Context: an optimization exercise on an open-source flow, tuned for small area, a short achievable clock period and few clock cycles per item. The choices shown serve that exercise and are no tape-out recipe.
The RTL was checked by simulation tests, not by an equivalence proof against the original design.
No activity file was given, so power comes from the tool's default toggle rates.

== red ==
// ostage
module ostage (
    input  wire         clk,
    input  wire         rst,           
    input  wire         in_valid,
    output wire         in_ready,
    input  wire         atype,         
    input  wire [127:0] acc,           
    input  wire [2:0]   ofmt,
    input  wire [5:0]   oshift,
    input  wire         clamp_en,
    input  wire [31:0]  clamp_lo,
    input  wire [31:0]  clamp_hi,
    output reg          out_valid,
    output reg  [127:0] y,             
    output reg  [3:0]   sat,
    output reg  [3:0]   ovf,
    output reg  [3:0]   nan
);
For scale: about 350 I/O pins, about 58000 um2 of cells after synthesis.
clock: 30.0 ns
lec_check: 0
abc_area: 1
cap_margin: 20
core_margin: 2
core_utilization: 35
place_density: 0.45
slew_margin: 20
standard.sh (not shown) runs the stock make flow with config.mk's settings and CLKGATE_MAP_FILE= SYNTH_SCRIPT=/design/flow/synth_recipe.tcl, a recipe that flattens the netlist after the stock synthesis.
==> flow/flow/run.sh <==
#!/bin/bash
# Layout flow: the standard layout (standard.sh: standard synthesis,
# floorplan, placement, CTS, routing) with two changes:
# - the timing repair steps (repair_timing after floorplan, CTS and global
#   routing) aim for a setup slack margin of flow/setup_margin ns, so that
#   they size and buffer the design for a shorter period than the clock's;
# - the port buffers that ORFS inserts on every input and output are
#   sky130_fd_sc_hd__buf_2 cells instead of the default delay buffers.
# The SDC is the standard flow's own.  make's output goes to layout.log here.
set -euo pipefail
W=$(pwd)
SETUP_MARGIN=$(cat "$W/flow/setup_margin")
bash standard.sh SETUP_SLACK_MARGIN="$SETUP_MARGIN" \
  "BUFFER_PORTS_ARGS=-buffer_cell sky130_fd_sc_hd__buf_2" finish > "$W/layout.log" 2>&1
==> flow/flow/setup_margin <==
22
Testbench counts of red, summed over its fixed seeds: cycles 24,024, items 96,000.
[inputs] orange vs red
Settings: putting CTS_BUF_LIST at sky130_fd_sc_hd__clkbuf_8 where nothing was set; swapping 35 for 45 in CORE_UTILIZATION; swapping 0.45 for 0.55 in PLACE_DENSITY.
--- a/flow/flow/run.sh
+++ b/flow/flow/run.sh
@@ -2,3 +2,5 @@
 # Layout flow: the standard layout (standard.sh: standard synthesis,
-# floorplan, placement, CTS, routing) with two changes:
+# floorplan, placement, CTS, routing) with three changes:
+# - synthesis leaves out ORFS's step that maps adders to fixed half/full
+#   adder cells (ADDER_MAP_FILE empty), so ABC maps that logic too;
 # - the timing repair steps (repair_timing after floorplan, CTS and global
@@ -12,3 +14,3 @@
 SETUP_MARGIN=$(cat "$W/flow/setup_margin")
-bash standard.sh SETUP_SLACK_MARGIN="$SETUP_MARGIN" \
+bash standard.sh ADDER_MAP_FILE= SETUP_SLACK_MARGIN="$SETUP_MARGIN" \
   "BUFFER_PORTS_ARGS=-buffer_cell sky130_fd_sc_hd__buf_2" finish > "$W/layout.log" 2>&1
Notes after the runs:
On area taken by flip-flops and latches, red tracks orange almost exactly. Comparing share of synthesized cell area in and, or, nand and nor gates for red and orange, the bigger number came from orange. orange vs. red: cell count along the critical path +1; final critical path time including I/O delays and setup -0.083 ns. orange has completed all stages; timing, DRC and antenna checks passed. Per the comparison of orange with red, area after synthesis was more or less identical; worst-case headroom to the max-slew limit went down by 3.0 points; overall via count from detail_route went up by 5505.


== build 24 ==
Another version of the RTL of ostage (not shown whole).
Size: about 10000 cells after synthesis, roughly 570 flip-flops, roughly 350 I/O pins, about 57000 µm² of cells after synthesis.
==> flow/config.mk <==
export PLATFORM = sky130hd
export DESIGN_NAME = ostage
export DESIGN_NICKNAME = ostage
export VERILOG_FILES = /design/flow/design.v
export SDC_FILE = /design/flow/constraint.sdc
export NUM_CORES = 4
export LEC_CHECK = 0
export ABC_AREA = 1
export CAP_MARGIN = 20
export CORE_MARGIN = 2
export CORE_UTILIZATION = 45
export CTS_BUF_LIST = sky130_fd_sc_hd__clkbuf_16
export CTS_CLUSTER_DIAMETER = 80
export CTS_CLUSTER_SIZE = 25
export PLACE_DENSITY = 0.55
export SLEW_MARGIN = 20
==> flow/constraint.sdc <==
create_clock -name core_clock -period 30.0 [get_ports {clk}]
set_input_delay 6.0000 -clock core_clock [delete_from_list [all_inputs] [get_ports {clk}]]
set_output_delay 6.0000 -clock core_clock [all_outputs]
set_load 0.01 [all_outputs]
==> flow/flow/run.sh <==
#!/bin/bash
# Layout flow: the standard layout (standard.sh: standard synthesis,
# floorplan, placement, CTS, routing) with three changes:
# - synthesis leaves out ORFS's step that maps adders to fixed half/full
#   adder cells (ADDER_MAP_FILE empty), so ABC maps that logic too;
# - the timing repair steps (repair_timing after floorplan, CTS and global
#   routing) aim for a setup slack margin of flow/setup_margin ns, so that
#   they size and buffer the design for a shorter period than the clock's;
# - the port buffers that ORFS inserts on every input and output are
#   sky130_fd_sc_hd__buf_2 cells instead of the default delay buffers.
# The SDC is the standard flow's own.  make's output goes to layout.log here.
set -euo pipefail
W=$(pwd)
SETUP_MARGIN=$(cat "$W/flow/setup_margin")
bash standard.sh ADDER_MAP_FILE= SETUP_SLACK_MARGIN="$SETUP_MARGIN" \
  "BUFFER_PORTS_ARGS=-buffer_cell sky130_fd_sc_hd__buf_2" finish > "$W/layout.log" 2>&1
Scripts as last shown in full above: flow/flow/setup_margin
Testbench counts of build 24, summed over its fixed seeds: cycles 24,024, items 96,000.
### build 24 -> build 29
==> flow/flow/setup_margin <==
22.6
Findings:
Taking build 24 as the reference, in build 29 global-route usage comparable; die outline area roughly the same; share of the cycle needed by the critical path after routing fell by 1.8 points. Build 29: first-pass iteration count of the detailed router is 3 lower than what build 24 reported. Cell area after layout (build 29 vs. build 24) increases slightly. Final wirelength: build 29 higher than build 24.
Relative to build 29, the following input files were edited for build 31:
Settings: CORE_UTILIZATION changed from 45 to 52; PLACE_DENSITY changed from 0.55 to 0.62.
Notes after the runs:
Looking at maximum frequency across both flows, build 31 is the weaker of the two, with build 29 ahead. Setup slack in build 31 is smaller than in build 29. Routed wire length ended up 1.6% lower on build 31 than on build 29.
### build 31 -> build 18
Settings: PLACE_DENSITY: 0.62 -> 0.55; CORE_UTILIZATION: 52 -> 45.
==> flow/flow/setup_margin <==
22.8
## What came out
- Comparing build 31 against build 18, there is no change at all in number of endpoints with negative hold slack in the final report.
- The standard cells in build 18 occupy more silicon area than those in build 31 do.
- Total design power: build 18 vs build 31 — no meaningful difference
- Compared with build 31, build 18 shows largest vdd supply drop lower by 5.6%.
- Remaining max-slew budget at the tightest pin: lower on build 31
- Lower met1 capacity usage during global routing goes to build 18 over build 31.
Input-level comparison between build 38 and build 18:
Settings: a change of CTS_BUF_LIST from sky130_fd_sc_hd__clkbuf_16 to sky130_fd_sc_hd__clkbuf_8; a deleted CTS_CLUSTER_DIAMETER that had been 80; a deleted CTS_CLUSTER_SIZE that had been 25.
==> flow/flow/setup_margin <==
22
### Flow results
- Between build 18 and build 38, the flow reports non-clock buffer count decreasing by more than 10%.
- There was hardly any difference in final cell count between build 18 and build 38.
- Build 18 has lower total number of cells along the worst setup path than build 38.
- Build 38 | status: complete | timing, DRC, antenna: pass
- Both conditions hold for build 18: the flow ran to the end and the final layout passed the timing, design-rule and antenna checks.
- Diff build 18 -> build 38 | wire length | down slightly
- Build 38 -> build 18: routing usage on met2 flat
- Measured against each other, build 38 and build 18 differ in power per unit of standard cell area, the lower figure coming from build 18.
- Comparing build 38 and build 18, the higher minimum period implied by the final worst setup slack was measured on build 38.
- Compared with build 18, the detailed router inserted fewer vias in build 38.

separate check: timing with driven ports:
The results above use ideal ports. As a check the final layouts listed here were re-extracted and re-timed, cells and wires unchanged. Step 1 (the two cells are an assumption about what drives the block):
set clk [get_ports {clk}]
set_driving_cell -lib_cell sky130_fd_sc_hd__clkbuf_16 $clk
set_driving_cell -lib_cell sky130_fd_sc_hd__buf_2 [delete_from_list [all_inputs] $clk]
Step 2 times the ports against the registers' clock, not the clock port: input delays grow and output delays shrink by t, the midpoint of the rising clock arrivals with the driver on. a / b / c = ideal / step 1 / step 2; a / b = the first two.
run | shift t [ns] | slack for setup (ns) | worst hold slack (ns) | worst setup path at the end | cell pins on the clock port's net
red | 0.796 | 21.919 / 21.919 / 21.919 | 0.317 / 0.317 / 0.317 | register to register | 1
orange | 0.955 | 22.002 / 22.002 / 22.002 | 0.316 / 0.316 / 0.316 | register to register | 1
build 24 | 0.721 | 22.165 / 22.165 / 22.165 | 0.331 / 0.331 / 0.331 | register to register | 1
build 29 | 0.719 | 22.717 / 22.639 / 22.751 | 0.331 / 0.331 / 0.331 | register to register | 1
build 31 | 0.736 | 22.670 / 22.594 / 22.785 | 0.323 / 0.323 / 0.323 | register to register | 1
build 18 | 0.720 | 22.829 / 22.750 / 22.894 | 0.331 / 0.331 / 0.331 | register to register | 1
build 38 | 0.912 | 22.181 / 22.181 / 22.181 | 0.312 / 0.312 / 0.312 | register to register | 1
After both steps every run listed still meets setup and hold.
